What follows belongs to an exercise in optimizing a design on an open flow for small area, a short achievable clock period and few clock cycles per item; a production flow would make more cautious choices. No functional check of the RTL was part of any run shown here. Power and IR drop assume default switching activity.

File: flow/flow/run.sh
#!/bin/bash
# Own layout flow: the standard flow (standard.sh) with two extra ORFS settings
# appended to config.mk:
#  - the port buffers that global placement inserts are buf_2 cells instead of the
#    resizer's default pick (a slow delay buffer);
#  - timing repair aims for a setup slack margin, so the resizer also works on
#    paths that already meet the 14 ns clock.
# The clock, constraints, synthesis and every other step are the standard ones.
set -euo pipefail
cat >> config.mk <<'EOC'
export BUFFER_PORTS_ARGS = -buffer_cell sky130_fd_sc_hd__buf_2
export SETUP_SLACK_MARGIN = 9.5
EOC
bash standard.sh > standard_flow.log 2>&1
File: flow/standard.sh
#!/bin/bash
# synth_recipe.tcl (not shown) runs the flow's synth.tcl, then flattens the netlist and writes it again
# the make line also repeats each setting of config.mk as NAME=value (left out here)
make -C /OpenROAD-flow-scripts/flow DESIGN_CONFIG=/design/flow/config.mk WORK_HOME=/design/flow/orfs CLKGATE_MAP_FILE= SYNTH_SCRIPT=/design/flow/synth_recipe.tcl "${@:-finish}"
File: flow/config.mk
export PLATFORM = sky130hd
export DESIGN_NAME = rowq8
export DESIGN_NICKNAME = rowq8
export VERILOG_FILES = /design/flow/design.v
export SDC_FILE = /design/flow/constraint.sdc
export NUM_CORES = 4
export LEC_CHECK = 0
export CAP_MARGIN = 20
export CORE_MARGIN = 2
export CORE_UTILIZATION = 65
export PLACE_DENSITY = 0.75
export SLEW_MARGIN = 20
export SYNTH_MEMORY_MAX_BITS = 8192
export BUFFER_PORTS_ARGS = -buffer_cell sky130_fd_sc_hd__buf_2
export SETUP_SLACK_MARGIN = 9.5
File: flow/constraint.sdc
create_clock -name core_clock -period 14.0 [get_ports {clk}]
set_input_delay 2.8000 -clock core_clock [delete_from_list [all_inputs] [get_ports {clk}]]
set_output_delay 2.8000 -clock core_clock [all_outputs]
set_load 0.01 [all_outputs]
File: flow/design.v
module rowq8 (
  input  wire        clk,
  input  wire        rst,             
  input  wire        in_valid,
  output wire        in_ready,
  input  wire [31:0] in_data,         
  output wire        out_valid,
  input  wire        out_ready,
  output wire [7:0]  out_q,           
  output wire        out_last,        
  output wire [31:0] out_scale,       
  output wire [7:0]  out_nonfinite,   
  output wire [7:0]  out_zero
);
  reg        in_rdy;
  reg        ir_v;
  reg        ir_s;
  reg [7:0]  ir_e;           
  reg [7:0]  ir_m;           
  reg        ir_st;          
  reg        ir_spec;        
  reg        ir_nan;
  reg        ir_fnz;         
  reg        ir_big;         
  reg [3:0]  ir_k0;          
  wire in_fire = in_valid && in_rdy;
  wire [7:0] d_e   = in_data[30:23];
  wire       d_enz = (d_e != 8'd0);
  wire       d_st  = |in_data[15:0];
  wire       d_fnz = (in_data[22:16] != 7'd0) || d_st;
  reg  [1279:0] ring;        
  wire [9:0]    head = ring[9:0];
  reg [6:0]  in_idx;
  reg [6:0]  out_idx;
  reg [6:0]  dist_in;        
  reg [6:0]  dist_out;       
  reg [6:0]  gap;            
  reg        in_at;          
  reg        out_at;         
  reg        gap_nz;         
  reg        full_row;       
  reg        occ_ok;         
  reg        last_at;        
  reg        in_last;        
  reg        in_first;       
  reg [7:0]  rmax;           
  reg        rbig;           
  reg [6:0]  tin [0:7];      
  reg [7:0]  tin_nz;         
  reg [3:0]  dz;             
  reg [7:0]  tin_gt1;        
  reg        in_ge2;         
  reg [7:0]  nf_in;
  reg [6:0]  tout [0:7];
  reg [7:0]  tfx;            
  reg [3:0]  k0;             
  reg [7:0]  m_out;          
  reg        big_out;
  reg [7:0]  nf_conv;
  reg [3:0]  kk;             
  reg        o_v,  k1_v;
  reg [8:0]  o_d,  k1_d;     
  reg [7:0]  acc_z;
  reg [7:0]  fin_z;
  reg [7:0]  nf_out;
  reg [7:0]  s_out;
  wire take     = full_row && out_at && occ_ok;
  wire wr       = ir_v && in_at && (!full_row || gap_nz || take);
  wire row_done = wr && in_last;
  wire pop      = o_v && out_ready;
  wire [8:0] w_diff    = {1'b0, rmax} - {1'b0, ir_e};    
  wire       w_newmax  = ir_fnz && w_diff[8];
  wire       w_eqmax   = ir_fnz && (rmax == ir_e);
  wire [8:0] w_rise    = {1'b0, ir_e} - {1'b0, rmax};    
  wire       w_rise8   = (w_rise[8:3] != 6'd0);
  wire [3:0] w_dl      = w_diff[8] ? 4'd0 :
                         (w_diff[7:3] != 5'd0) ? 4'd8 : {1'b0, w_diff[2:0]};
  reg  [7:0] w_y;
  reg        w_lost;
  always @(*) begin
    case (w_dl)
      4'd0: begin w_y = ir_m;               w_lost = 1'b0;              end
      4'd1: begin w_y = {1'd0, ir_m[7:1]};  w_lost = ir_m[0];           end
      4'd2: begin w_y = {2'd0, ir_m[7:2]};  w_lost = |ir_m[1:0];        end
      4'd3: begin w_y = {3'd0, ir_m[7:3]};  w_lost = |ir_m[2:0];        end
      4'd4: begin w_y = {4'd0, ir_m[7:4]};  w_lost = |ir_m[3:0];        end
      4'd5: begin w_y = {5'd0, ir_m[7:5]};  w_lost = |ir_m[4:0];        end
      4'd6: begin w_y = {6'd0, ir_m[7:6]};  w_lost = |ir_m[5:0];        end
      4'd7: begin w_y = {7'd0, ir_m[7]};    w_lost = |ir_m[6:0];        end
      default: begin w_y = 8'd0;            w_lost = 1'b1;              end
    endcase
  end
  reg [9:0] w_code;
  always @(*) begin
    if (ir_spec)
      w_code = ir_nan ? 10'd0 : {1'b1, 8'd0, ir_s};
    else if (!ir_fnz || w_y == 8'd0)
      w_code = {1'b0, 8'd0, ir_fnz};
    else
      w_code = {ir_s, w_y, ir_st || w_lost};
  end
  wire [7:0] rmax_n = w_newmax ? ir_e : rmax;
  wire       rbig_n = w_newmax ? ir_big : (rbig || (w_eqmax && ir_big));
  wire [7:0] nf_n   = nf_in + {7'd0, ir_spec};
  reg [7:0] w_en;
  reg [2:0] w_off;
  integer d;
  always @(*) begin
    for (d = 0; d < 8; d = d + 1) begin
      w_off   = d - {29'd0, rmax[2:0]} - 1;
      w_en[d] = w_newmax && (w_rise8 || ({1'b0, w_off} < {1'b0, w_rise[2:0]}));
    end
  end
  wire [4:0] dz_s = {1'b0, dz} + {1'b0, w_rise[3:0]};
  wire [3:0] dz_n = !w_newmax ? dz : (w_rise8 || dz_s[4:3] != 2'd0) ? 4'd8 : dz_s[3:0];
  function [3:0] ksat;
    input [3:0] a, b;
    reg [4:0] t;
    begin
      t = {1'b0, a} + {1'b0, b};
      ksat = (t > 5'd9) ? 4'd9 : t[3:0];
    end
  endfunction
  wire       r_small = (rmax[7:3] == 5'd0) && (rmax[2:0] != 3'd7);        
  wire [3:0] k0_r    = (rmax == 8'd0) ? 4'd9 :
                       r_small ? (4'd8 - {1'b0, rmax[2:0]}) : {3'd0, rbig} + 4'd1;
  wire [3:0] k0_rb   = r_small ? (4'd8 - {1'b0, rmax[2:0]}) : {3'd0, rbig || ir_big} + 4'd1;
  wire [3:0] k0_new  = w_newmax ? ir_k0 : w_eqmax ? k0_rb : k0_r;
  wire [4:0] kz_t    = {1'b0, ir_k0} + {1'b0, dz};
  wire [4:0] kz_s    = kz_t + {2'd0, w_rise[2:0]};
  wire [3:0] kk_row  = w_newmax ? ((w_rise8 || kz_s > 5'd9) ? 4'd9 : kz_s[3:0]) :
                       w_eqmax  ? ksat(k0_rb, dz) : ksat(k0_r, dz);
  wire       mo_small = (m_out[7:3] == 5'd0) && (m_out[2:0] != 3'd7);
  wire [7:0] s_conv   = (m_out == 8'd0) ? 8'd127 :
                        mo_small ? 8'd1 : (m_out - 8'd6 + {7'd0, big_out});
  function [3:0] pop8;
    input [7:0] v;
    reg [1:0] a, b, c, e;
    reg [2:0] f, g;
    begin
      a = {1'b0, v[0]} + {1'b0, v[1]};
      b = {1'b0, v[2]} + {1'b0, v[3]};
      c = {1'b0, v[4]} + {1'b0, v[5]};
      e = {1'b0, v[6]} + {1'b0, v[7]};
      f = {1'b0, a} + {1'b0, b};
      g = {1'b0, c} + {1'b0, e};
      pop8 = {1'b0, f} + {1'b0, g};
    end
  endfunction
  wire [6:0] out_idx_p2 = out_idx + 7'd2;
  reg [7:0] tfx_n;
  always @(*) begin
    for (d = 0; d < 8; d = d + 1)
      tfx_n[d] = tfx[d] && (tout[d] != out_idx_p2);
  end
  wire       h_s   = head[9];
  wire [7:0] h_y   = head[8:1];
  wire       h_st  = head[0];
  reg [6:0] h_int;
  reg       h_g;
  reg       h_stk;
  always @(*) begin
    case (kk)
      4'd1: begin h_int = h_y[7:1];          h_g = h_y[0]; h_stk = 1'b0;       end
      4'd2: begin h_int = {1'd0, h_y[7:2]};  h_g = h_y[1]; h_stk = h_y[0];     end
      4'd3: begin h_int = {2'd0, h_y[7:3]};  h_g = h_y[2]; h_stk = |h_y[1:0];  end
      4'd4: begin h_int = {3'd0, h_y[7:4]};  h_g = h_y[3]; h_stk = |h_y[2:0];  end
      4'd5: begin h_int = {4'd0, h_y[7:5]};  h_g = h_y[4]; h_stk = |h_y[3:0];  end
      4'd6: begin h_int = {5'd0, h_y[7:6]};  h_g = h_y[5]; h_stk = |h_y[4:0];  end
      4'd7: begin h_int = {6'd0, h_y[7]};    h_g = h_y[6]; h_stk = |h_y[5:0];  end
      4'd8: begin h_int = 7'd0;              h_g = h_y[7]; h_stk = |h_y[6:0];  end
      default: begin h_int = 7'd0;           h_g = 1'b0;   h_stk = 1'b0;       end
    endcase
  end
  wire h_yz = (h_y == 8'd0);
  wire       c_stk  = h_stk || h_st;
  wire       c_inf  = h_s && h_yz;
  wire       c_nz   = !h_yz || (!h_s && h_st);
  wire       c_r    = h_g && (c_stk || h_int[0]);
  wire [7:0] c_q    = c_inf ? (h_st ? 8'h81 : 8'h7F)
                    : (({1'b0, h_int} ^ {8{h_s}}) + {7'd0, h_s ^ c_r});
  wire       c_zero = c_nz && (h_int == 7'd0) && !c_r;
  wire [8:0] c_d    = {c_q, last_at};
  wire       ir_v_n     = in_fire || (ir_v && !wr);
  wire       in_at_n    = wr ? in_at : (dist_in == 7'd127);
  wire       out_at_n   = take ? out_at : (dist_out == 7'd127);
  wire [6:0] gap_n      = gap + {6'd0, take} - {6'd0, wr};
  wire       full_row_n = row_done ? 1'b1 :
                          (take && last_at) ? 1'b0 : full_row;
  wire       o_v_n      = pop ? (k1_v || take) : (o_v || take);
  wire       k1_v_n     = pop ? (k1_v && take) : (k1_v || (o_v && take));
  wire       occ_ok_n   = !k1_v_n;
  wire       take_n     = full_row_n && out_at_n && occ_ok_n;
  wire       gap_nz_n   = (gap_n != 7'd0);
  wire       wr_n       = ir_v_n && in_at_n && (!full_row_n || gap_nz_n || take_n);
  assign in_ready      = in_rdy;
  assign out_valid     = o_v;
  assign out_q         = o_d[8:1];
  assign out_last      = o_d[0];
  assign out_scale     = {1'b0, s_out, 23'd0};
  assign out_nonfinite = nf_out;
  assign out_zero      = fin_z;
  always @(posedge clk)
    ring <= {(wr ? w_code : head), ring[1279:10]};
  always @(posedge clk) begin
    if (in_fire) begin
      ir_s    <= in_data[31];
      ir_e    <= {d_e[7:1], d_e[0] || !d_enz};
      ir_m    <= {d_enz, in_data[22:16]};
      ir_st   <= d_st;
      ir_spec <= (d_e == 8'hFF);
      ir_nan  <= (d_e == 8'hFF) && d_fnz;
      ir_fnz  <= (d_e != 8'hFF) && (d_enz || d_fnz);
      ir_big  <= (in_data[22:17] == 6'h3F) && (in_data[16] || d_st);
      ir_k0   <= !d_enz ? 4'd7 :
                 (d_e[7:3] != 5'd0 || d_e[2:0] == 3'd7) ?
                   {3'd0, (in_data[22:17] == 6'h3F) && (in_data[16] || d_st)} + 4'd1 :
                   4'd8 - {1'b0, d_e[2:0]};
    end
    if (row_done) begin
      for (d = 0; d < 8; d = d + 1) tout[d] <= w_en[d] ? in_idx : tin[d];
      k0      <= k0_new;
      m_out   <= rmax_n;
      big_out <= rbig_n;
      nf_conv <= nf_n;
    end
    if (take && last_at)
      nf_out <= nf_conv;
    if (!(o_v || k1_v) || (pop && o_d[0]))
      s_out <= s_conv;
    if (pop) begin
      o_d  <= k1_v ? k1_d : c_d;
      k1_d <= c_d;
    end else begin
      if (!o_v)  o_d  <= c_d;
      if (!k1_v) k1_d <= c_d;
    end
    if (take && last_at)
      fin_z <= acc_z + {7'd0, c_zero};
    if (row_done) begin
      tfx   <= w_en | tin_gt1;
      kk    <= kk_row;
    end else if (take) begin
      tfx   <= tfx_n;
      kk    <= ksat(k0, pop8(tfx));
    end
    for (d = 0; d < 8; d = d + 1)
      if (wr && (in_first || w_en[d])) tin[d] <= in_idx;
  end
  always @(posedge clk) begin
    if (rst) begin
      in_rdy   <= 1'b1;
      ir_v     <= 1'b0;
      in_idx   <= 7'd0;
      out_idx  <= 7'd0;
      dist_in  <= 7'd127;      
      dist_out <= 7'd127;
      gap      <= 7'd0;
      in_at    <= 1'b0;
      out_at   <= 1'b0;
      gap_nz   <= 1'b0;
      full_row <= 1'b0;
      occ_ok   <= 1'b1;
      last_at  <= 1'b0;
      in_last  <= 1'b0;
      in_first <= 1'b1;
      rmax     <= 8'd0;
      rbig     <= 1'b0;
      nf_in    <= 8'd0;
      tin_nz   <= 8'd0;
      dz       <= 4'd0;
      tin_gt1  <= 8'd0;
      in_ge2   <= 1'b0;
      o_v      <= 1'b0;
      k1_v     <= 1'b0;
      acc_z    <= 8'd0;
    end else begin
      in_rdy   <= !ir_v_n || wr_n;
      ir_v     <= ir_v_n;
      in_idx   <= in_idx + {6'd0, wr};
      out_idx  <= out_idx + {6'd0, take};
      dist_in  <= dist_in + {6'd0, !wr};
      dist_out <= dist_out + {6'd0, !take};
      gap      <= gap_n;
      in_at    <= in_at_n;
      out_at   <= out_at_n;
      gap_nz   <= gap_nz_n;
      full_row <= full_row_n;
      occ_ok   <= occ_ok_n;
      if (take)
        last_at <= (out_idx == 7'd126);
      if (wr) begin
        in_last  <= (in_idx == 7'd126);
        in_first <= in_last;
      end
      if (row_done) begin
        rmax   <= 8'd0;
        rbig   <= 1'b0;
        nf_in  <= 8'd0;
        tin_nz <= 8'd0;
        dz     <= 4'd0;
      end else if (wr) begin
        rmax   <= rmax_n;
        rbig   <= rbig_n;
        nf_in  <= nf_n;
        tin_nz <= in_first ? 8'd0 : (tin_nz | w_en);
        dz     <= in_first ? 4'd0 : dz_n;
        tin_gt1 <= in_first ? 8'd0 : (tin_gt1 | (w_en & {8{in_ge2}}));
        in_ge2 <= !in_first && !in_last;
      end
      o_v      <= o_v_n;
      k1_v     <= k1_v_n;
      if (take)
        acc_z <= last_at ? 8'd0 : acc_z + {7'd0, c_zero};
    end
  end
endmodule
==> notes.md, run 1 <==
Post-Synthesis Cell Area=42100 sq um; Synth top area share=65.4%; hold slack=0.309 ns; Least-Margin Pin Slew=1.08 ns; initial antenna violation count=0; Crit-path slowest cell=buf_4; Antenna diodes=0; Post-Layout Cell Count=3929; area grow syn2layout=14.1%; top_reg_cell synth=dfxtp_1; final-report max-slew violation count=0; fill count=3674; TritonCTS buffer count=139; Setup Skew=0.0227 ns; Sink Count=1578; Ys Warns=3; Routed Antenna Nets=0; Finished Cell Area=48000 sq um; EDFF count, synth=204; required time worst endpoint=14.59 ns; Worst Setup End Kind=flip-flop; Die Wd=258 um; Clock transition at path regs=0.06 ns; CTS H-tree lvls=4; Design Power=9.07 mW; Die Y=258 um; DP HPWL=40200 um; Boundary Pins=95; Root Driver=clkbuf_16; delay of the slowest critical-path stage=0.48 ns; CTS tree=done; via count=20300; CP cell instances=and2_1 > or3b_2 > nand3_1 > buf_4 > clkinvlp_4 > ha_1 > inv_1 > ha_1 > inv_1 > fa_1 > inv_1 > a21oi_1 > o21bai_1 > a21o_1 > a21oi_1 > xnor2_1 > a41oi_1 > nand2b_1; critical path arrival=4.81 ns; nature of the critical path startpoint=flip-flop; relative slew slack=27.2%; drt pass-1 iters=5; DR DRC count=0; clock latency (worst-skew pair)=0.70 ns; Min-Delay Path Class=reg -> reg; Worst path top cell family by delay=buffers and inverters; Avg WL per Cell=18.9 um; drt total wl=74400 um; top-count cell post-synth=dfxtp_1; VDD IR max=148 uV; Max Fanout on Critical Path=44; cts hold-fix bufs=0; min cycle time layout=4.23 ns; Area after DPL=43200 sq um; PortBufs=70; crit-path most repeated cell=inv_1; Via density=5.16; Core Region=64200 sq um; top cell type by total area after synthesis=dfxtp_1; max-cap viol count=0; fmax=0.237 GHz; worst setup margin=9.77 ns; status=complete, no violations; Max Buffers Root-to-Sink=3; Nets=3096; dpl cells=3676; R2R depth=18; synthesized area per cell=15.0 sq um; endpoints failing setup=0; Initial Utilization=65.5%; top cells by count, synth=dfxtp_1 (1374), edfxtp_1 (204), nor2_1 (125); die footprint=66800 sq um; RSZ-0062 raised after global routing=true; final core utilization=74.7%; Final period util=30.2%; setup tns final=0 ns; Leak=19.2 nW; Synth cell types=82; number of global-route vias before repair=21400; pin count of the biggest net entering global routing=89; GRT Total Usage=22.9%; worst hold path depth=0; grt total ovfl=0; Initial DRC Count=1442; largest cells by area after synthesis=dfxtp_1 (65%), edfxtp_1 (15%), ha_1 (2.4%), xor2_1 (1.8%), mux2_4 (1.5%); Worst Path Class, Setup=reg -> reg; final hold violations=0; post-synthesis sequential area ratio=80.0%; row count=93; Post-synth ARST share=0%; critical path depth=18; Syn Inst Count=2807; share of cells above drive strength 1=12.6%; wire length of the first global-routing pass=118000 um; worst path bufs/invs=5; PD cells=189 nW/um^2; routability cong.=0.874; Setup WS pre-CTS=9.21 ns; post-synthesis register bit count=1578
kinds of logic (layout without fill, tap and decap cells):
logic type	Yosys count	count (layout)	synth area share (%)
AOI/OAI and AO/OA	316	316	4.90
DFF	1578	1578	80.0
adders and majority gates	96	96	3.12
xor gates and xnor gates	129	129	2.69
buffers and inverters	173	417	1.84
muxes	73	73	2.29
and+or+nand+nor	441	441	5.18
other	1	24	0.00892
layer usage:
layer  wire [um]  global-route usage (%)
met5           0                       0
met4        1690                    7.53
met3        3280                    4.10
met2       38300                    40.5
met1       31200                    28.6
state kept, by name (all words and copies together) (netlist names), 9 cells and up:
register  flops
tout         56
tin          56
k1_d          9
o_d           9
ring       1280
worst register-to-register path, stage by stage (launching register included):
cell	delay [ns]
dfxtp_1	0.29
and2_1	0.15
or3b_2	0.45
nand3_1	0.10
buf_4	0.48
clkinvlp_4	0.48
ha_1	0.39
inv_1	0.06
ha_1	0.16
inv_1	0.06
fa_1	0.40
inv_1	0.07
a21oi_1	0.06
o21bai_1	0.22
a21o_1	0.16
a21oi_1	0.07
xnor2_1	0.22
a41oi_1	0.14
nand2b_1	0.16
placed cells by master, fill, tap and decap left out, drive strengths merged, types with 8 or more instances in the layout:
cell    count
dfxtp    1374
clkbuf    208
edfxtp    204
nor2      125
nand2     115
a21oi     109
xor2       88
inv        86
ha         81
buf        81
o21ai      76
mux2       61
xnor2      41
nand3      38
clkinv     28
a21o       26
conb       24
nor4       24
a31oi      21
nand4      19
nor3       18
nor2b      17
nand2b     17
fa         15
mux2i      12
and3       12
and2       12
nand3b     11
o22ai      10
a22o        8
a22oi       8
bufinv      8
where the power goes:
| part | total [mW] | switching, mW | internal [mW] |
|---|---|---|---|
| Combinational | 0.418 | 0.252 | 0.166 |
| Sequential | 4.75 | 0.0527 | 4.69 |
| Clock | 3.90 | 1.66 | 2.24 |
| Total | 9.07 | 1.96 | 7.10 |
final timing paths:
check                                           to  slack (ns)          startpoint
worst min register to register  ring[1262]$_DFF_P_        0.31  ring[1272]$_DFF_P_
worst max-delay path             in_rdy$_SDFF_PP1_        9.77   out_at$_SDFF_PP0_
worst min-delay path            ring[1262]$_DFF_P_        0.31  ring[1272]$_DFF_P_
worst max register to register   in_rdy$_SDFF_PP1_        9.77   out_at$_SDFF_PP0_
area by class of cell:
| class | instances | area, sq um | area share [%] |
|---|---|---|---|
| flip-flops and latches | 1578 | 33600 | 70.1 |
| multi-input cells | 1079 | 7750 | 16.1 |
| clock buffers | 208 | 4200 | 8.74 |
| clock inverters | 43 | 569 | 1.19 |
| well taps | 855 | 1070 | 2.23 |
| repair inverters | 1 | 5.00 | 0.0104 |
| inverters | 84 | 320 | 0.667 |
| repair buffers | 81 | 453 | 0.944 |
what timing repair did:
item / CTS / global route
gates resized for setup: 0 / 2
setup buffers: 0 / 0
setup endpoints to repair: 0 / 5
==> inputs of run 2 (changes only) <==
--- a/flow/design.v
+++ b/flow/design.v
@@ -34,9 +34,9 @@
   reg [6:0]  out_idx;
   reg [6:0]  dist_in;        
   reg [6:0]  dist_out;       
-  reg [6:0]  gap;            
   reg        in_at;          
   reg        out_at;         
+  reg [6:0]  gap;            
   reg        gap_nz;         
   reg        full_row;       
   reg        occ_ok;         
@@ -65,7 +65,7 @@
   reg [7:0]  nf_out;
   reg [7:0]  s_out;
   wire take     = full_row && out_at && occ_ok;
-  wire wr       = ir_v && in_at && (!full_row || gap_nz || take);
+  wire wr       = ir_v;
   wire row_done = wr && in_last;
   wire pop      = o_v && out_ready;
   wire [8:0] w_diff    = {1'b0, rmax} - {1'b0, ir_e};    
@@ -181,18 +181,19 @@
                     : (({1'b0, h_int} ^ {8{h_s}}) + {7'd0, h_s ^ c_r});
   wire       c_zero = c_nz && (h_int == 7'd0) && !c_r;
   wire [8:0] c_d    = {c_q, last_at};
-  wire       ir_v_n     = in_fire || (ir_v && !wr);
   wire       in_at_n    = wr ? in_at : (dist_in == 7'd127);
   wire       out_at_n   = take ? out_at : (dist_out == 7'd127);
-  wire [6:0] gap_n      = gap + {6'd0, take} - {6'd0, wr};
   wire       full_row_n = row_done ? 1'b1 :
                           (take && last_at) ? 1'b0 : full_row;
   wire       o_v_n      = pop ? (k1_v || take) : (o_v || take);
   wire       k1_v_n     = pop ? (k1_v && take) : (k1_v || (o_v && take));
   wire       occ_ok_n   = !k1_v_n;
   wire       take_n     = full_row_n && out_at_n && occ_ok_n;
-  wire       gap_nz_n   = (gap_n != 7'd0);
-  wire       wr_n       = ir_v_n && in_at_n && (!full_row_n || gap_nz_n || take_n);
+  wire [6:0] dist_in_n  = dist_in + {6'd0, !wr};
+  wire [6:0] dist_out_n = dist_out + {6'd0, !take};
+  wire       gap_nz_n   = (take == wr) ? gap_nz :
+                          take ? (gap != 7'd127) : (gap != 7'd1);
+  wire       slot_ok_n  = in_at_n && (!full_row_n || gap_nz_n || take_n);
   assign in_ready      = in_rdy;
   assign out_valid     = o_v;
   assign out_q         = o_d[8:1];
@@ -203,7 +204,7 @@
   always @(posedge clk)
     ring <= {(wr ? w_code : head), ring[1279:10]};
   always @(posedge clk) begin
-    if (in_fire) begin
+    begin
       ir_s    <= in_data[31];
       ir_e    <= {d_e[7:1], d_e[0] || !d_enz};
       ir_m    <= {d_enz, in_data[22:16]};
@@ -255,10 +256,10 @@
       out_idx  <= 7'd0;
       dist_in  <= 7'd127;      
       dist_out <= 7'd127;
-      gap      <= 7'd0;
       in_at    <= 1'b0;
       out_at   <= 1'b0;
       gap_nz   <= 1'b0;
+      gap      <= 7'd0;
       full_row <= 1'b0;
       occ_ok   <= 1'b1;
       last_at  <= 1'b0;
@@ -275,16 +276,16 @@
       k1_v     <= 1'b0;
       acc_z    <= 8'd0;
     end else begin
-      in_rdy   <= !ir_v_n || wr_n;
-      ir_v     <= ir_v_n;
+      in_rdy   <= slot_ok_n;
+      ir_v     <= in_fire;
       in_idx   <= in_idx + {6'd0, wr};
       out_idx  <= out_idx + {6'd0, take};
-      dist_in  <= dist_in + {6'd0, !wr};
-      dist_out <= dist_out + {6'd0, !take};
-      gap      <= gap_n;
+      dist_in  <= dist_in_n;
+      dist_out <= dist_out_n;
       in_at    <= in_at_n;
       out_at   <= out_at_n;
       gap_nz   <= gap_nz_n;
+      gap      <= gap + {6'd0, take} - {6'd0, wr};
       full_row <= full_row_n;
       occ_ok   <= occ_ok_n;
       if (take)
--- a/flow/flow/run.sh
+++ b/flow/flow/run.sh
@@ -9,6 +9,6 @@
 set -euo pipefail
 cat >> config.mk <<'EOC'
 export BUFFER_PORTS_ARGS = -buffer_cell sky130_fd_sc_hd__buf_2
-export SETUP_SLACK_MARGIN = 9.5
+export SETUP_SLACK_MARGIN = 10
 EOC
 bash standard.sh > standard_flow.log 2>&1
--- a/flow/config.mk
+++ b/flow/config.mk
@@ -12,4 +12,4 @@
 export SLEW_MARGIN = 20
 export SYNTH_MEMORY_MAX_BITS = 8192
 export BUFFER_PORTS_ARGS = -buffer_cell sky130_fd_sc_hd__buf_2
-export SETUP_SLACK_MARGIN = 9.5
+export SETUP_SLACK_MARGIN = 10
==> notes.md, run 2 <==
Largest Register=ring; Die Wd=257 um (-0.42%); Synth cell types=89 (+8.5%); min cycle time layout=4.27 ns (+0.0473 ns); drt pass-1 iters=5 (unchanged); Post-Layout Cell Count=3913 (-0.41%); Most Used Layer, Global Route=met2; Largest register FFs=1280 (unchanged); Initial Utilization=66.0% (+0.50 points); Boundary Pins=95 (unchanged); R2R depth=14 (-4); most common cell after layout, fill and taps aside=dfxtp_1; Routed Antenna Nets=0 (unchanged); clock latency (worst-skew pair)=0.72 ns (+0.02 ns); delay of the slowest critical-path stage=0.55 ns (+0.07 ns); most frequent cells in the layout=dfxtp_1 (1394), edfxtp_1 (178), clkbuf_16 (143); required time worst endpoint=11.20 ns (-3.39 ns); Min-Delay Path Class=reg -> reg; PD cells=188 nW/um^2 (-0.34%); wire length of the first global-routing pass=117000 um (-0.91%); Core Region=63200 sq um (-1.6%); met2 usage=37.3% (-3.2 points); Post-synth ARST share=0% (unchanged); CTS tree=done; Worst Path Class, Setup=reg -> out; Avg WL per Cell=18.9 um (-0.35%); CP cell instances=buf_2; Design Power=9.01 mW (-0.58%); share of cells above drive strength 1=12.8% (+0.20 points); met1 GRT Util=29.9% (+1.3 points); reg-to-reg critical path startpoint=ring[2]$_DFF_P_; endpoints failing setup=0 (unchanged); Leak=19.3 nW (+0.24%); Ys Warns=3 (unchanged); Max Buffers Root-to-Sink=3 (unchanged); grt total ovfl=0 (unchanged); Hold Path Sink=ring[1172]$_DFF_P_; Syn Inst Count=2796 (-0.39%); GRT Total Usage=22.7% (-0.23 points); worst hold path depth=0 (unchanged); row count=92 (-1.1%); footprint of the multi-input gates=7760 sq um (about the same); post-synthesis register bit count=1578 (unchanged); Nets=3095 (-0.032%); final-report max-slew violation count=0 (unchanged); fmax=0.234 GHz (-1.1%); DP HPWL=39500 um (-1.7%); critical path arrival=1.47 ns (-3.34 ns); Synth top area share=67.2% (+1.8 points); fill count=3543 (-3.6%); VDD IR max=136 uV (-7.5%); biggest regs=ring x1280, tin x56, tout x56; drt total wl=73900 um (-0.75%); relative slew slack=37.2% (+10 points); status=complete, no violations; PortBufs=70 (unchanged); worst path bufs/invs=1 (-4); Setup Skew=0.0322 ns (+0.00949 ns); setup tns final=0 ns (unchanged); Post-Synthesis Cell Area=41700 sq um (-0.86%); Clock transition at path regs=0.07 ns (about the same); top-count cell post-synth=dfxtp_1; number of global-route vias before repair=21300 (-0.54%); Via density=5.20 (+0.79%); top cells by count, synth=dfxtp_1 (1400), edfxtp_1 (178), nor2_1 (120); nature of the critical path startpoint=flip-flop; top cell type by total area after synthesis=dfxtp_1; synthesized area per cell=14.9 sq um (-0.47%); cts hold-fix bufs=0 (unchanged); die footprint=66200 sq um (-0.84%); Least-Margin Pin Slew=0.939 ns (-0.145 ns); final core utilization=75.8% (+1.0 points); Worst R2R Setup Slack=9.91 ns (+0.14 ns); Worst Setup End Kind=output pin; via count=20300 (+0.37%); largest cells by area after synthesis=dfxtp_1 (67%), edfxtp_1 (13%), ha_1 (2.4%), mux2_1 (1.6%), xnor2_1 (1.5%); Final period util=30.5% (+0.34 points); CTS H-tree lvls=4 (unchanged); FF+latch area=33400 sq um (-0.72%); Max Fanout on Critical Path=1 (-98%); post-synthesis sequential area ratio=80.0% (about the same); TritonCTS buffer count=138 (-0.72%); area grow syn2layout=14.8%; dpl cells=3650 (-0.71%); pin count of the biggest net entering global routing=63 (-29%); DR DRC count=0 (unchanged); Worst path top cell family by delay=flip-flops; Root Driver=clkbuf_16; final hold violations=0 (unchanged); met3 usage=4.40% (+0.30 points); RSZ-0062 raised after global routing=true; initial antenna violation count=1 (+1); Die Y=257 um (-0.42%); EDFF count, synth=178 (-13%); Crit-path slowest cell=edfxtp_1; Sink Count=1578 (unchanged); top_reg_cell synth=dfxtp_1; Initial DRC Count=1388 (-3.7%); routability cong.=0.834 (-4.6%); reg2reg end=o_d[7]$_DFFE_PP_; max-cap viol count=0 (unchanged); min-delay src=ring[1182]$_DFF_P_
[run 2: stage by stage]
stage | worst slack, ns | hold slack (ns) | area (sq um)
global placement | 9.18 | 0.310 | 42800
floorplan | 10.06 | 0.310 | 41800
finish | 9.73 | 0.303 | 47900
detailed placement | 9.06 | 0.312 | 42800
global route | 9.70 | 0.302 | 47900
CTS | 9.68 | 0.290 | 47600
[run 2: cell families (layout without fill, tap and decap cells)]
group	count (synthesis)	after routing	share of synthesized area (%)
xor gates and xnor gates	127	127	2.69
muxes	84	84	2.24
adders and majority gates	96	96	3.15
AOI/OAI and AO/OA	318	318	5.07
and+or+nand+nor	408	408	4.85
buffers and inverters	184	431	1.96
other	1	25	0.00899
DFF	1578	1578	80.0
[run 2: timing repair]
action / in CTS / in global routing
pin swaps: 1 / 9
setup buffers: 3 / 16
setup endpoints to repair: 42 / 170
resized for setup: 17 / 38
[run 2: final cells by class]
| class | count | area share, % |
|---|---|---|
| Antenna cell | 1 | 0.00523 |
| Clock buffer | 192 | 8.38 |
| Clock inverter | 51 | 1.47 |
| Inverter | 88 | 0.690 |
| Multi-Input combinational cell | 1057 | 16.2 |
| Sequential cell | 1578 | 69.7 |
| Tap cell | 846 | 2.21 |
| Timing Repair Buffer | 100 | 1.31 |
[run 2: power breakdown]
group	switching [mW]	leakage (nW)	internal [mW]
Sequential	0.0682	13.0	4.73
Combinational	0.198	3.93	0.141
Clock	1.64	2.31	2.24
[run 2: worst register-to-register path: cells and delay by family, from the launching register on]
| family | cells | cell delay (ns) |
|---|---|---|
| xor+xnor | 1 | 0.15 |
| buf+inv | 1 | 0.05 |
| flops | 1 | 0.35 |
| compound gates | 4 | 0.96 |
| simple gates | 6 | 1.96 |
| fa+ha+maj | 2 | 0.40 |
[run 2: worst max path at each step]
stage / slack, ns / cells past startpoint / to / from
3_5_place_dp: 9.06 / 6 / dz[2]$_SDFFE_PP0P_ / rst
5_1_grt: 9.70 / 1 / out_scale[27] / s_out[4]$_SDFFCE_PN1P_
3_3_place_gp: 9.18 / 6 / dz[0]$_SDFFE_PP0P_ / rst
4_1_cts: 9.68 / 1 / out_scale[27] / s_out[4]$_SDFFCE_PN1P_
6_report: 9.73 / 1 / out_scale[27] / s_out[4]$_SDFFCE_PN1P_
2_1_floorplan: 10.06 / 6 / nf_in[3]$_SDFFE_PP0P_ / rst
[run 2: per-layer routing]
layer	up-vias	share of wire [%]
li1	9688	-
met1	9856	43
met2	634	49
met3	168	5.0
met4	0	2.6
met5	-	0
==> inputs of run 3 (changes only) <==
--- a/flow/design.v
+++ b/flow/design.v
@@ -30,8 +30,10 @@
   wire       d_fnz = (in_data[22:16] != 7'd0) || d_st;
   reg  [1279:0] ring;        
   wire [9:0]    head = ring[9:0];
-  reg [6:0]  in_idx;
-  reg [6:0]  out_idx;
+  reg [6:0]  ph;             
+  reg        ph127;          
+  reg        ph0;            
+  reg        phge2;          
   reg [6:0]  dist_in;        
   reg [6:0]  dist_out;       
   reg        in_at;          
@@ -40,16 +42,12 @@
   reg        gap_nz;         
   reg        full_row;       
   reg        occ_ok;         
-  reg        last_at;        
-  reg        in_last;        
-  reg        in_first;       
   reg [7:0]  rmax;           
   reg        rbig;           
   reg [6:0]  tin [0:7];      
   reg [7:0]  tin_nz;         
   reg [3:0]  dz;             
   reg [7:0]  tin_gt1;        
-  reg        in_ge2;         
   reg [7:0]  nf_in;
   reg [6:0]  tout [0:7];
   reg [7:0]  tfx;            
@@ -66,7 +64,7 @@
   reg [7:0]  s_out;
   wire take     = full_row && out_at && occ_ok;
   wire wr       = ir_v;
-  wire row_done = wr && in_last;
+  wire row_done = wr && ph127;
   wire pop      = o_v && out_ready;
   wire [8:0] w_diff    = {1'b0, rmax} - {1'b0, ir_e};    
   wire       w_newmax  = ir_fnz && w_diff[8];
@@ -147,7 +145,7 @@
       pop8 = {1'b0, f} + {1'b0, g};
     end
   endfunction
-  wire [6:0] out_idx_p2 = out_idx + 7'd2;
+  wire [6:0] out_idx_p2 = ph + 7'd2;     
   reg [7:0] tfx_n;
   always @(*) begin
     for (d = 0; d < 8; d = d + 1)
@@ -180,11 +178,11 @@
   wire [7:0] c_q    = c_inf ? (h_st ? 8'h81 : 8'h7F)
                     : (({1'b0, h_int} ^ {8{h_s}}) + {7'd0, h_s ^ c_r});
   wire       c_zero = c_nz && (h_int == 7'd0) && !c_r;
-  wire [8:0] c_d    = {c_q, last_at};
+  wire [8:0] c_d    = {c_q, ph127};
   wire       in_at_n    = wr ? in_at : (dist_in == 7'd127);
   wire       out_at_n   = take ? out_at : (dist_out == 7'd127);
   wire       full_row_n = row_done ? 1'b1 :
-                          (take && last_at) ? 1'b0 : full_row;
+                          (take && ph127) ? 1'b0 : full_row;
   wire       o_v_n      = pop ? (k1_v || take) : (o_v || take);
   wire       k1_v_n     = pop ? (k1_v && take) : (k1_v || (o_v && take));
   wire       occ_ok_n   = !k1_v_n;
@@ -219,13 +217,13 @@
                    4'd8 - {1'b0, d_e[2:0]};
     end
     if (row_done) begin
-      for (d = 0; d < 8; d = d + 1) tout[d] <= w_en[d] ? in_idx : tin[d];
+      for (d = 0; d < 8; d = d + 1) tout[d] <= w_en[d] ? ph : tin[d];
       k0      <= k0_new;
       m_out   <= rmax_n;
       big_out <= rbig_n;
       nf_conv <= nf_n;
     end
-    if (take && last_at)
+    if (take && ph127)
       nf_out <= nf_conv;
     if (!(o_v || k1_v) || (pop && o_d[0]))
       s_out <= s_conv;
@@ -236,7 +234,7 @@
       if (!o_v)  o_d  <= c_d;
       if (!k1_v) k1_d <= c_d;
     end
-    if (take && last_at)
+    if (take && ph127)
       fin_z <= acc_z + {7'd0, c_zero};
     if (row_done) begin
       tfx   <= w_en | tin_gt1;
@@ -246,14 +244,16 @@
       kk    <= ksat(k0, pop8(tfx));
     end
     for (d = 0; d < 8; d = d + 1)
-      if (wr && (in_first || w_en[d])) tin[d] <= in_idx;
+      if (wr && (ph0 || w_en[d])) tin[d] <= ph;
   end
   always @(posedge clk) begin
     if (rst) begin
       in_rdy   <= 1'b1;
       ir_v     <= 1'b0;
-      in_idx   <= 7'd0;
-      out_idx  <= 7'd0;
+      ph       <= 7'd127;
+      ph127    <= 1'b1;
+      ph0      <= 1'b0;
+      phge2    <= 1'b1;
       dist_in  <= 7'd127;      
       dist_out <= 7'd127;
       in_at    <= 1'b0;
@@ -262,24 +262,22 @@
       gap      <= 7'd0;
       full_row <= 1'b0;
       occ_ok   <= 1'b1;
-      last_at  <= 1'b0;
-      in_last  <= 1'b0;
-      in_first <= 1'b1;
       rmax     <= 8'd0;
       rbig     <= 1'b0;
       nf_in    <= 8'd0;
       tin_nz   <= 8'd0;
       dz       <= 4'd0;
       tin_gt1  <= 8'd0;
-      in_ge2   <= 1'b0;
       o_v      <= 1'b0;
       k1_v     <= 1'b0;
       acc_z    <= 8'd0;
     end else begin
       in_rdy   <= slot_ok_n;
       ir_v     <= in_fire;
-      in_idx   <= in_idx + {6'd0, wr};
-      out_idx  <= out_idx + {6'd0, take};
+      ph       <= ph + 7'd1;
+      ph127    <= (ph == 7'd126);
+      ph0      <= ph127;
+      phge2    <= !ph127 && !ph0;
       dist_in  <= dist_in_n;
       dist_out <= dist_out_n;
       in_at    <= in_at_n;
@@ -288,12 +286,6 @@
       gap      <= gap + {6'd0, take} - {6'd0, wr};
       full_row <= full_row_n;
       occ_ok   <= occ_ok_n;
-      if (take)
-        last_at <= (out_idx == 7'd126);
-      if (wr) begin
-        in_last  <= (in_idx == 7'd126);
-        in_first <= in_last;
-      end
       if (row_done) begin
         rmax   <= 8'd0;
         rbig   <= 1'b0;
@@ -304,15 +296,14 @@
         rmax   <= rmax_n;
         rbig   <= rbig_n;
         nf_in  <= nf_n;
-        tin_nz <= in_first ? 8'd0 : (tin_nz | w_en);
-        dz     <= in_first ? 4'd0 : dz_n;
-        tin_gt1 <= in_first ? 8'd0 : (tin_gt1 | (w_en & {8{in_ge2}}));
-        in_ge2 <= !in_first && !in_last;
+        tin_nz <= ph0 ? 8'd0 : (tin_nz | w_en);
+        dz     <= ph0 ? 4'd0 : dz_n;
+        tin_gt1 <= ph0 ? 8'd0 : (tin_gt1 | (w_en & {8{phge2}}));
       end
       o_v      <= o_v_n;
       k1_v     <= k1_v_n;
       if (take)
-        acc_z <= last_at ? 8'd0 : acc_z + {7'd0, c_zero};
+        acc_z <= ph127 ? 8'd0 : acc_z + {7'd0, c_zero};
     end
   end
 endmodule
--- a/flow/config.mk
+++ b/flow/config.mk
@@ -8,6 +8,8 @@
 export CAP_MARGIN = 20
 export CORE_MARGIN = 2
 export CORE_UTILIZATION = 65
+export CTS_CLUSTER_DIAMETER = 120
+export CTS_CLUSTER_SIZE = 30
 export PLACE_DENSITY = 0.75
 export SLEW_MARGIN = 20
 export SYNTH_MEMORY_MAX_BITS = 8192
==> notes.md, run 3 <==
status=complete, no violations; Post-synth ARST share=0% (unchanged); Adder-Cell Fraction of Synth Area=3.11% (-0.037 points); Max Buffers Root-to-Sink=3 (unchanged); Post-Synthesis Cell Area=41400 sq um (-0.75%); routability cong.=0.902 (+8.1%); post-synthesis simple-gate area fraction=5.13% (+0.28 points); mux cell area share after synthesis=0.816% (-1.4 points); TritonCTS buffer count=58 (-58%); Synth top area share=67.3% (+0.12 points); max-cap viol count=0 (unchanged); RSZ-0062 raised after global routing=true; Avg WL per Cell=18.1 um (-4.3%); R2R depth=10 (-4); wire length of the first global-routing pass=108000 um (-7.4%); Hold Path Sink=ring[819]$_DFF_P_; Ys Warns=3 (unchanged); met1 WL=31600 um (-1.6%); Least-Margin Pin Slew=1.07 ns (+0.131 ns); synthesized area per cell=14.8 sq um (-0.68%); Root Driver=clkbuf_16; top_reg_cell synth=dfxtp_1; Initial Utilization=65.7% (-0.25 points); PD cells=169 nW/um^2 (-10%); Min-Delay Path Class=reg -> reg; Boundary Pins=95 (unchanged); Leak=17.4 nW (-9.5%); row count=92 (unchanged); post-synthesis sequential area ratio=80.2% (+0.22 points); final hold violations=0 (unchanged); Largest Register=ring; Syn Inst Count=2794 (-0.072%); Worst Path Class, Setup=reg -> out; worst hold path depth=0 (unchanged); Via density=5.16 (-0.75%); min-delay src=ring[829]$_DFF_P_; uppermost routed layer=met4; Worst Setup End Kind=output pin; Max Fanout on Critical Path=1 (unchanged); initial antenna violation count=0 (-1); nature of the critical path startpoint=flip-flop; critical path arrival=1.38 ns (-0.09 ns); Worst R2R Setup Slack=10.19 ns (+0.28 ns); Compound-Gate Fraction of Synth Area=5.96% (+0.89 points); fmax=0.239 GHz (+2.3%); top cell type by total area after synthesis=dfxtp_1; Worst path top cell family by delay=flip-flops; CP cell instances=buf_2; final-report max-slew violation count=0 (unchanged); Nets=3002 (-3.0%); Initial DRC Count=1398 (+0.72%); PortBufs=70 (unchanged); Clock transition at path regs=0.11 ns (+0.04 ns); top cells by count, synth=dfxtp_1 (1392), edfxtp_1 (178), nand2_1 (121); Largest register FFs=1280 (unchanged); largest family of logic cells by synthesized area=compound AO/OA/AOI/OAI gates; DP HPWL=41700 um (+5.6%); VDD IR max=119 uV (-13%); met3 WL=2860 um (-23%); Setup Skew=0.0550 ns (+0.0228 ns); die footprint=65700 sq um (-0.74%); footprint of the multi-input gates=7520 sq um (-3.1%); endpoints failing setup=0 (unchanged); top-count cell post-synth=dfxtp_1; number of global-route vias before repair=19700 (-7.2%); drt total wl=67500 um (-8.7%); Core Region=63000 sq um (-0.36%); reg-to-reg critical path startpoint=rmax[0]$_SDFFE_PP0P_; cts hold-fix bufs=0 (unchanged); relative slew slack=28.6% (-8.6 points); post-synthesis register bit count=1570 (-0.51%); Antenna diodes=0 (-1); worst path bufs/invs=1 (unchanged); FF+latch area=33200 sq um (-0.51%); fill count=4079 (+15%); Die Wd=256 um (-0.37%); post-synthesis xor/xnor area fraction=2.68% (about the same); most frequent cells in the layout=dfxtp_1 (1388), edfxtp_1 (178), nand2_1 (119); Synth cell types=87 (-2.2%); Die Y=256 um (-0.37%); biggest regs=ring x1280, tin x56, tout x56; Final period util=29.8% (-0.70 points); grt total ovfl=0 (unchanged); most common cell after layout, fill and taps aside=dfxtp_1; clock latency (worst-skew pair)=0.69 ns (-0.03 ns); met2 WL=31300 um (-13%); required time worst endpoint=11.20 ns (about the same); CTS H-tree lvls=2 (-2); Finished Cell Area=44300 sq um (-7.5%); Crit-path slowest cell=edfxtp_1; Sink Count=1570 (-0.51%); CTS tree=done; pin count of the biggest net entering global routing=88 (+40%); largest cells by area after synthesis=dfxtp_1 (67%), edfxtp_1 (13%), ha_1 (2.4%), xor2_1 (1.6%), a21oi_1 (1.2%); reg2reg end=tin[5][3]$_DFFE_PP_; delay of the slowest critical-path stage=0.51 ns (-0.04 ns); drt pass-1 iters=6 (+1); area grow syn2layout=7.00%; min cycle time layout=4.18 ns (-0.0974 ns); setup tns final=0 ns (unchanged); DR DRC count=0 (unchanged); via count=19300 (-5.3%); Routed Antenna Nets=0 (unchanged); EDFF count, synth=178 (unchanged); Area after DPL=42400 sq um (-0.86%); share of cells above drive strength 1=7.48% (-5.3 points); GRT Total Usage=20.8% (-1.9 points)
-- run 3: cell families (layout without fill, tap and decap cells) --
| kind of cell | after synthesis | in the layout |
|---|---|---|
| DFF | 1570 | 1570 |
| and+or+nand+nor | 419 | 420 |
| AOI/OAI and AO/OA | 371 | 371 |
| buffers and inverters | 183 | 254 |
| xor gates and xnor gates | 126 | 126 |
| adders and majority gates | 94 | 94 |
| muxes | 30 | 30 |
| other | 1 | 24 |
-- run 3: what timing repair did --
action                                  4_1_cts  5_1_grt
endpoints found under the setup margin      100      102
pin swaps                                     1        1
cloned                                        1        0
resized for setup                            29       16
setup buffers                                 3        5
-- run 3: layout make-up --
cell class                 instances  share of cell area [%]
clock inverter                     4                   0.158
inverter                          95                   0.805
multi-input combinational       1065                    17.0
tap                              846                    2.39
clock buffer                      73                    3.45
sequential                      1570                    75.0
timing repair buffer              82                    1.20
-- run 3: per-layer routing --
metal	vias up	GRT usage (%)
li1	9443	-
met1	9323	29.6
met5	-	0
met2	409	33.4
met3	100	3.04
met4	0	6.25
-- run 3: power by group --
group	switching [mW]	internal, mW	total, mW
logic	0.350	0.223	0.572
clock network	1.24	0.782	2.03
registers	0.104	4.76	4.87
total	1.70	5.77	7.47
-- run 3: stage by stage --
stage               util, %  std cells  setup slack, ns  hold slack [ns]  power, mW
CTS                    70.1       3729             9.79            0.315       7.51
global placement       67.4       3648             9.35            0.310       5.50
finish                 70.3       3735             9.82            0.313       7.47
floorplan                 -       2817            10.14            0.310       5.36
global route           70.3       3735             9.78            0.324       7.75
detailed placement     67.4       3648             9.24            0.312       5.52
-- run 3: worst max path at each step --
stage	slack, ns	endpoint	from	cells past startpoint
2_1_floorplan	10.14	tin_gt1[0]$_SDFFE_PP0P_	rst	4
3_3_place_gp	9.35	rmax[5]$_SDFFE_PP0P_	rst	4
4_1_cts	9.79	out_scale[25]	s_out[2]$_SDFFCE_PN1P_	1
6_report	9.82	out_scale[23]	s_out[0]$_SDFFCE_PP1P_	1
5_1_grt	9.78	out_scale[24]	s_out[1]$_SDFFCE_PN1P_	1
3_5_place_dp	9.24	rmax[5]$_SDFFE_PP0P_	rst	4

re-timing with driven ports:
The results above use ideal ports. As a check the final layouts listed here were re-extracted and re-timed, cells and wires unchanged. Step 1 (the two cells are an assumption about what drives the block):
set clk [get_ports {clk}]
set_driving_cell -lib_cell sky130_fd_sc_hd__clkbuf_16 $clk
set_driving_cell -lib_cell sky130_fd_sc_hd__buf_2 [delete_from_list [all_inputs] $clk]
Step 2 also shifts input and output timing later by t, the mid clock arrival at the registers, as if the neighbouring blocks saw the same clock. Slacks: no drivers / after step 1 / after step 2; pairs: no drivers / after step 1.
| run | t (ns) | slack for setup (ns) | worst setup path after step 2 | pins driven straight from the clock port |
|---|---|---|---|---|
| run 1 | 0.760 | 9.774 / 9.774 / 9.146 | input to register | 1 |
| run 2 | 0.771 | 9.727 / 9.660 / 9.446 | input to register | 1 |
| run 3 | 0.720 | 9.824 / 9.761 / 9.419 | input to register | 1 |
After both steps setup and hold are still met in every run listed. The setup slack of run 1, which loses most, moves by 0.000 ns with the drivers and by -0.628 ns with both steps.
